Background: an optimization exercise with open tools, aiming at small area and a short achievable clock period. Do not read the settings as production practice.
Function was checked by simulation only, so behaviour that the tests miss may differ from the original.

Design int_divider, start of the top module:
module int_divider (
    input  wire        clk,
    input  wire        rst,
    input  wire        start,
    input  wire        op_signed,
    input  wire        op_rem,
    input  wire [63:0] a,
    input  wire [63:0] b,
    output reg         done,
    output wire [63:0] result,
    output wire        ovf,
    output wire        dz
);
export LEC_CHECK = 0
export CAP_MARGIN = 20
export CORE_MARGIN = 2
export CORE_UTILIZATION = 40
export SLEW_MARGIN = 20
export SYNTH_HIERARCHICAL = 1
create_clock -name core_clock -period 18.0 [get_ports {clk}]
standard.sh (not shown) runs the stock make flow with config.mk's settings and CLKGATE_MAP_FILE= SYNTH_SCRIPT=/design/flow/synth_recipe.tcl, a recipe that flattens the netlist after the stock synthesis.
==> flow/flow/run.sh <==
#!/bin/bash
set -euo pipefail
bash standard.sh SETUP_SLACK_MARGIN=10 finish > make_finish.log 2>&1
The starting point completed with no timing, DRC or antenna violations.
Next try:
--- a/flow/design.v
+++ b/flow/design.v
@@ -79,32 +79,36 @@
     wire [66:0] sh6    = m[1] ? {sh3[60:0],  {6{cin}}}  : sh3;
     wire [66:0] sh12   = m[2] ? {sh6[54:0],  {12{cin}}} : sh6;
     wire [66:0] sh24   = m[3] ? {sh12[42:0], {24{cin}}} : sh12;
     wire [66:0] dvs0   = m[4] ? {sh24[18:0], {48{cin}}} : sh24;
     wire        min_by_m1 = sgn_r & (rmd == 64'h8000_0000_0000_0000) & bx_one & bn_r;
     wire [63:0] s0, s1, s2;
-    wire        c0, c1, c2;
+    wire [3:0]  c0, c1, c2;
     wire [66:0] v0 = {1'b1, dvs[66:1]};
     wire [66:0] v1 = {1'b1, v0[66:1]};
     wire [66:0] v2 = {1'b1, v1[66:1]};
     div_add u_a0 (.x(rmd), .y(dvs[63:0]), .c(cin), .s(s0), .co(c0));
-    wire        q0 = c0 & dvs[64] & dvs[65];
-    wire [63:0] r0 = q0 ? s0 : rmd;
+    wire [3:0]  q0v = c0 & {4{dvs[64] & dvs[65]}};
+    wire        q0  = q0v[0];
+    wire [63:0] r0  = ({{16{q0v[3]}}, {16{q0v[2]}}, {16{q0v[1]}}, {16{q0v[0]}}} & s0) |
+                      ({{16{~q0v[3]}}, {16{~q0v[2]}}, {16{~q0v[1]}}, {16{~q0v[0]}}} & rmd);
     div_add u_a1 (.x(r0), .y(v0[63:0]), .c(cin), .s(s1), .co(c1));
-    wire        q1 = c1 & v0[64];
-    wire [63:0] r1 = q1 ? s1 : r0;
+    wire [3:0]  q1v = c1 & {4{v0[64]}};
+    wire        q1  = q1v[0];
+    wire [63:0] r1  = ({{16{q1v[3]}}, {16{q1v[2]}}, {16{q1v[1]}}, {16{q1v[0]}}} & s1) |
+                      ({{16{~q1v[3]}}, {16{~q1v[2]}}, {16{~q1v[1]}}, {16{~q1v[0]}}} & r0);
     div_add u_a2 (.x(r1), .y(v1[63:0]), .c(cin), .s(s2), .co(c2));
-    wire        q2 = c2;
+    wire        q2  = c2[0];
     wire        iter  = (state == S_ITER);
     wire [63:0] rmd_e = iter ? r1 : (setup ? ng_y : a);
-    wire        take2 = iter & q2;
+    wire [3:0]  take2 = {4{iter}} & c2;
     wire [63:0] rmd_d;
     genvar      gi;
     generate
         for (gi = 0; gi < 64; gi = gi + 1) begin : g_rmux
-            div_mux2 u_m (.s(take2), .a(s2[gi]), .b(rmd_e[gi]), .y(rmd_d[gi]));
+            div_mux2 u_m (.s(take2[gi / 16]), .a(s2[gi]), .b(rmd_e[gi]), .y(rmd_d[gi]));
         end
     endgenerate
     reg  [1:0]  st_n;                                
     reg         dn_n;                                
     always @* begin
         st_n = state;
@@ -184,21 +188,17 @@
 module div_aoi (input a, input b, input c, output y); assign y = ~(a | (b & c)); endmodule
 module div_oai (input a, input b, input c, output y); assign y = ~(a & (b | c)); endmodule
 module div_nand (input a, input b, output y); assign y = ~(a & b); endmodule
 module div_nor (input a, input b, output y); assign y = ~(a | b); endmodule
 module div_inv (input a, output y); assign y = ~a; endmodule
 module div_xnor (input a, input b, output y); assign y = ~(a ^ b); endmodule
-module div_add (input [63:0] x, input [63:0] y, input c, output [63:0] s, output [0:0] co);
+module div_cmaj (input a, input b, input c, output y); assign y = ~((a & b) | (a & c) | (b & c)); endmodule
+module div_add (input [63:0] x, input [63:0] y, input c, output [63:0] s, output [3:0] co);
   wire [63:0] gn0;
   wire [63:0] pn0;
-  wire k1n, k1, k2n, k2;
-  div_nand uk2n (.a(y[0]), .b(c), .y(k2n));
-  div_inv uk2 (.a(k2n), .y(k2));
-  div_nor uk1n (.a(y[0]), .b(c), .y(k1n));
-  div_inv uk1 (.a(k1n), .y(k1));
-  div_aoi ug0 (.a(k2), .b(x[0]), .c(k1), .y(gn0[0]));
+  div_cmaj ug0 (.a(x[0]), .b(y[0]), .c(c), .y(gn0[0]));
   div_xnor up0 (.a(x[0]), .b(y[0]), .y(pn0[0]));
   div_nand ug1 (.a(x[1]), .b(y[1]), .y(gn0[1]));
   div_xnor up1 (.a(x[1]), .b(y[1]), .y(pn0[1]));
   div_nand ug2 (.a(x[2]), .b(y[2]), .y(gn0[2]));
   div_xnor up2 (.a(x[2]), .b(y[2]), .y(pn0[2]));
   div_nand ug3 (.a(x[3]), .b(y[3]), .y(gn0[3]));
@@ -664,7 +664,13 @@
   wire G339; div_oai uG339 (.a(gn0[56]), .b(pn0[56]), .c(G296), .y(G339));
   wire G340; div_oai uG340 (.a(gn0[58]), .b(pn0[58]), .c(G297), .y(G340));
   wire G341; div_oai uG341 (.a(gn0[60]), .b(pn0[60]), .c(G298), .y(G341));
   wire G342; div_oai uG342 (.a(gn0[62]), .b(pn0[62]), .c(G299), .y(G342));
   assign s = ~pn0 ^ {G342, ~G299, G341, ~G298, G340, ~G297, G339, ~G296, G338, ~G295, G337, ~G294, G336, ~G293, G335, ~G292, G334, ~G290, G333, ~G288, G332, ~G286, G331, ~G284, G330, ~G283, G329, ~G282, G328, ~G280, G327, G247, G325, G246, G323, G245, G321, G244, G319, G243, G317, G241, G315, G239, G313, G238, G311, ~G188, G310, ~G187, G309, ~G186, G308, ~G184, G307, G127, G305, G126, G303, ~G64, G302, G1, ~gn0[0], c};
   assign co[0] = ~G300;
+  wire D343; div_aoi uD343 (.a(G278), .b(P279), .c(G247), .y(D343));
+  assign co[1] = ~D343;
+  wire D344; div_aoi uD344 (.a(G278), .b(P279), .c(G247), .y(D344));
+  assign co[2] = ~D344;
+  wire D345; div_aoi uD345 (.a(G278), .b(P279), .c(G247), .y(D345));
+  assign co[3] = ~D345;
 endmodule
After rerunning:
- wire length drops by 0.96%
- sequential cell count stays the same
- worst setup slack improved by 0.021 ns
- synthesized area drops by 2.5%
- synthesized cell count drops by 2.9%
- fmax stays flat
- utilization drops by 0.91 points
- first-iteration DRC count drops by 6.4%
- cell count drops by 2.6%
- via count drops by 2.0%
- final area drops by 4.9%

==> static timing again, ports no longer ideal <==
No port has a modelled driver above. Below, the same layouts with a new extraction and two added sets of constraints.
Step 1 sets driving cells, clkbuf_16 on the clock port and buf_2 on the other inputs (assumed; they add their load-dependent delay and slew).
Step 2, shift: input delay + t, output delay - t, t = (earliest + latest rising clock arrival at the registers) / 2. This alone moves slack from input paths to output paths.
Three values: ideal ports, drivers, drivers and shift; two values: the first two.
run	t (ns)	setup WS [ns]	hold slack, ns	pins driven straight from the clock port
the first run	0.679	9.966 / 9.896 / 10.072	0.539 / 0.539 / 0.539	1
the second run	0.678	9.988 / 9.978 / 9.988	0.537 / 0.537 / 0.537	1
After both steps every run listed still meets setup and hold.
